This is an optimization exercise on Yosys and OpenROAD, whose aim is small area, a short achievable clock period and few clock cycles, not a production implementation. RTL that was checked went through simulation tests only; none was proved equivalent to the original.

Design dgs_sha256, start of the top module:
module dgs_sha256 (
    input  wire         clk,
    input  wire         rst,         
    input  wire         start,
    input  wire         load_state,
    input  wire         partial,
    input  wire [255:0] state_in,    
    input  wire [63:0]  count_in,    
    output wire         idle,
    input  wire         in_valid,
    output wire         in_ready,
    input  wire [31:0]  in_data,     
    input  wire         in_last,
    input  wire [2:0]   in_nbytes,   
    output reg          done,
    output wire         err,
    output wire [255:0] digest,
    output wire [63:0]  count_out
);
Size: about 1200 flip-flops, roughly 690 I/O pins.
Settings: LEC_CHECK=0, CAP_MARGIN=20, CORE_MARGIN=2, CORE_UTILIZATION=50, SETUP_SLACK_MARGIN=5, SLEW_MARGIN=20; clock period 10.0 ns.
standard.sh (not shown) runs the stock make flow with config.mk's settings and CLKGATE_MAP_FILE= SYNTH_SCRIPT=/design/flow/synth_recipe.tcl, a recipe that flattens the netlist after the stock synthesis.
==> flow/flow/run.sh <==
#!/bin/bash
# The standard layout, with the port buffers made of the smallest buffer cell
# and a clock tree of smaller buffers without dummy loads.
set -euo pipefail
export BUFFER_PORTS_ARGS="-buffer_cell sky130_fd_sc_hd__buf_1"
export CTS_ARGS="-sink_clustering_enable -repair_clock_nets -dont_use_dummy_load -buf_list sky130_fd_sc_hd__clkbuf_4"
bash standard.sh > standard.log 2>&1
The baseline produced a clean layout.
Change:
==> flow/flow/run.sh (replaced) <==
#!/bin/bash
# The standard layout, with the port buffers made of the smallest buffer cell,
# a clock tree of smaller buffers without dummy loads, and timing repair
# aiming 5.4 ns below the clock period.
set -euo pipefail
export BUFFER_PORTS_ARGS="-buffer_cell sky130_fd_sc_hd__buf_1"
export CTS_ARGS="-sink_clustering_enable -repair_clock_nets -dont_use_dummy_load -buf_list sky130_fd_sc_hd__clkbuf_4"
export SETUP_SLACK_MARGIN=5.4
bash standard.sh > standard.log 2>&1
SETUP_SLACK_MARGIN = default   (was 5)
Worst setup slack gains 3.2 ps. Fmax hardly moves.
No run of this note included a check of the RTL's function; only the layout flow was run.

---

Setup of P:
Another version of the RTL of dgs_sha256 (not shown whole).
Size: about 5900 cells after synthesis, roughly 1200 flip-flops, ~690 I/O pins.
export LEC_CHECK = 0
export CAP_MARGIN = 20
export CORE_MARGIN = 2
export CORE_UTILIZATION = 40
export SETUP_SLACK_MARGIN = 5
export SLEW_MARGIN = 20
create_clock -name core_clock -period 10.0 [get_ports {clk}]
==> flow/flow/run.sh <==
#!/bin/bash
# The standard layout, with the port buffers made of the smallest buffer cell.
set -euo pipefail
export BUFFER_PORTS_ARGS="-buffer_cell sky130_fd_sc_hd__buf_1"
bash standard.sh > standard.log 2>&1
P completed; timing, DRC and antenna clean
Testbench counts of P, summed over its fixed seeds: cycles 31,040.
## Diff of input files: Q against P
Settings: CORE_UTILIZATION changed from 40 to 60.
==> flow/run.sh (new file) <==
#!/bin/bash
# synth_recipe.tcl (not shown) runs the flow's synth.tcl, then flattens the netlist and writes it again
# the make line also repeats each setting of config.mk as NAME=value (left out here)
make -C /OpenROAD-flow-scripts/flow DESIGN_CONFIG=/design/flow/config.mk WORK_HOME=/design/flow/orfs CLKGATE_MAP_FILE= SYNTH_SCRIPT=/design/flow/synth_recipe.tcl finish
removed: flow/flow/run.sh
removed: flow/standard.sh
==> comparison <==
- Q was carried through to the last stage, and its layout satisfied the timing, DRC and antenna checks.
- The count of plain and timing-repair buffers in Q sits 1.7% above the value recorded for P.
- Compared with P, in Q transition at the pin with the smallest max-transition slack shows an increase of 0.069 ns, number of logic stages on the critical path including buffering shows a reduction of 1, met3 track utilization from global routing shows an increase of 5.5 points, post-layout utilization of the core shows an increase of 26 points.
- Diff P -> Q | global-route usage | increase of 12 points
- Comparing P and Q, the lower number of global-route vias before repair is on P.

---

Setup of job 1179:
dgs_sha256, a different RTL version from the one above (not shown whole).
For scale: about 6000 cells after synthesis, ~1200 flip-flops, ~690 I/O pins.
Settings: LEC_CHECK=0, CAP_MARGIN=20, CORE_MARGIN=2, CORE_UTILIZATION=50, SETUP_SLACK_MARGIN=5, SLEW_MARGIN=20; clock period 10.0 ns.
==> flow/flow/run.sh <==
#!/bin/bash
# The standard layout, with the port buffers made of the smallest buffer cell
# and a clock tree of smaller buffers without dummy loads.
set -euo pipefail
export BUFFER_PORTS_ARGS="-buffer_cell sky130_fd_sc_hd__buf_1"
export CTS_ARGS="-sink_clustering_enable -repair_clock_nets -dont_use_dummy_load -buf_list sky130_fd_sc_hd__clkbuf_8 -sink_clustering_size 12 -sink_clustering_max_diameter 40"
bash standard.sh > standard.log 2>&1
Testbench counts of job 1179, summed over its fixed seeds: cycles 31,040.
## Diff of input files: job 5653 against job 1179
Settings: swapping 50 for 30 in CORE_UTILIZATION.
==> flow/flow/run.sh <==
#!/bin/bash
# The standard layout, with the port buffers made of the smallest buffer cell
# and a clock tree of smaller buffers without dummy loads.
set -euo pipefail
export BUFFER_PORTS_ARGS="-buffer_cell sky130_fd_sc_hd__buf_1"
export CTS_ARGS="-sink_clustering_enable -repair_clock_nets -dont_use_dummy_load -buf_list sky130_fd_sc_hd__clkbuf_4"
bash standard.sh > standard.log 2>&1
## What came out
- When job 5653 is set beside job 1179, its final cell count turns out to be 17% larger.
- Job 5653: global-route wire length before repair is 9.6% higher than what job 1179 reported.
- On remaining max-slew budget at the tightest pin, job 1179 beats job 5653.
- Per the comparison of job 5653 with job 1179, maximum frequency went down, final worst slack went down 0.12 ns, routed wire length picked up an extra 29000 um.
- met2 as the most utilized layer in the global route result was reported by job 5653, and met1 by job 1179.
Modified inputs, job 579 compared to job 5653
Settings: clearing SETUP_SLACK_MARGIN, which used to be 5; swapping 30 for 50 in CORE_UTILIZATION.
==> flow/flow/run.sh <==
#!/bin/bash
# The standard layout, with the port buffers made of the smallest buffer cell,
# a clock tree of smaller buffers without dummy loads, and timing repair
# aiming 5.4 ns below the clock period.
set -euo pipefail
export BUFFER_PORTS_ARGS="-buffer_cell sky130_fd_sc_hd__buf_1"
export CTS_ARGS="-sink_clustering_enable -repair_clock_nets -dont_use_dummy_load -buf_list sky130_fd_sc_hd__clkbuf_4"
export SETUP_SLACK_MARGIN=5.4
bash standard.sh > standard.log 2>&1
## What came out
- Job 579: critical path required time 0.17 ns below job 5653
- Against job 5653, job 579 comes in 8100 um lower on met2 wirelength from detailed routing.
- Compared with job 5653, job 579 ends up with a larger final cell area.
- Compared with job 5653, job 579 shows a wire length that is about 5% lower.
- The clock latency at the later pin of the worst-skew pair in job 579 was lower than what job 5653 gave.
- Iteration count of the initial detailed-routing pass, job 579 and job 5653, lower one = job 579.
- Against job 5653, smallest hold slack in job 579 came out better.
[inputs] job 3789 vs job 579
Settings: a change of CORE_UTILIZATION from 50 to 40; an added SETUP_SLACK_MARGIN of 4.5.
==> flow/flow/run.sh <==
#!/bin/bash
# The standard layout, with the port buffers made of the smallest buffer cell
# and a clock tree of smaller buffers without dummy loads.
set -euo pipefail
export BUFFER_PORTS_ARGS="-buffer_cell sky130_fd_sc_hd__buf_1"
export CTS_ARGS="-sink_clustering_enable -repair_clock_nets -dont_use_dummy_load -buf_list sky130_fd_sc_hd__clkbuf_4"
bash standard.sh > standard.log 2>&1
## What came out
Routed wire length down 4.0% in job 3789 wrt job 579. [diff] hold slack, job 3789 relative to job 579: regression. [compare] base=job 579 new=job 3789: first-pass GRT wire length fell by about 3.5%; total area of sequential cells comparable; die span in y shows an increase of about 12%; global-route track usage on met1 shows a reduction of 16 points. Job 3789 vs job 579: clock skew up.
Edits applied to the flow inputs when going from job 3789 to job 5656:
Settings: changing SETUP_SLACK_MARGIN from 4.5 to 5; changing CORE_UTILIZATION from 40 to 50.
--- outcome ---
Job 5656 finished all stages; the layout is clean.
Relative to job 3789, worst endpoint data arrival time has decreased by 0.43 ns in job 5656.
The worst setup path startpoint comes out e[21] in one run and e[20] in the other, namely in job 5656 and job 3789 respectively.
Maximum frequency grows by a little under 10% when moving from job 3789 to job 5656.
[compare] base=job 3789 new=job 5656: total of clock buffers placed in the layout shows a reduction of 2, wire length of the first global-routing pass shows a reduction of 2800 um.
[compare] base=job 3789 new=job 5656: worst setup margin now sits higher, met2 track demand over resource in global routing went up, HPWL after detailed placement shrank by 2.9%.

re-timing with driven ports:
The results above use ideal ports. As a check the final layouts listed here were re-extracted and re-timed, cells and wires unchanged. Step 1 assumes that a clkbuf_16 drives the clock port and a buf_2 every other input. Step 2 moves the port delays by t, midway between the first and last clock arrival at a register: inputs arrive t later, outputs are due t later. That takes back most of the time a late clock gives input paths. a / b / c = ideal ports / drivers / drivers and shift; a / b = the first two.
| run | t, ns | slack for setup (ns) | worst data-port slew with drivers (ns) |
|---|---|---|---|
| the first run of note 1 | 1.296 | 4.649 / 4.649 / 4.290 | 0.13 |
| the second run of note 1 | 1.365 | 4.652 / 4.652 / 4.299 | 0.15 |
| P | 0.871 | 4.810 / 4.810 / 4.300 | 0.22 |
| Q | 0.835 | 4.721 / 4.721 / 4.355 | 0.23 |
| job 1179 | 0.964 | 5.001 / 5.001 / 4.302 | 0.16 |
| job 5653 | 1.344 | 4.877 / 4.877 / 4.345 | 0.38 |
| job 579 | 1.331 | 5.095 / 5.095 / 4.351 | 0.13 |
| job 3789 | 1.387 | 4.663 / 4.663 / 4.270 | 0.21 |
| job 5656 | 1.319 | 5.015 / 5.015 / 4.239 | 0.16 |
After both steps setup and hold are still met in every run listed. The setup slack of job 5656, which loses most, moves by 0.000 ns with the drivers and by -0.776 ns with both steps.
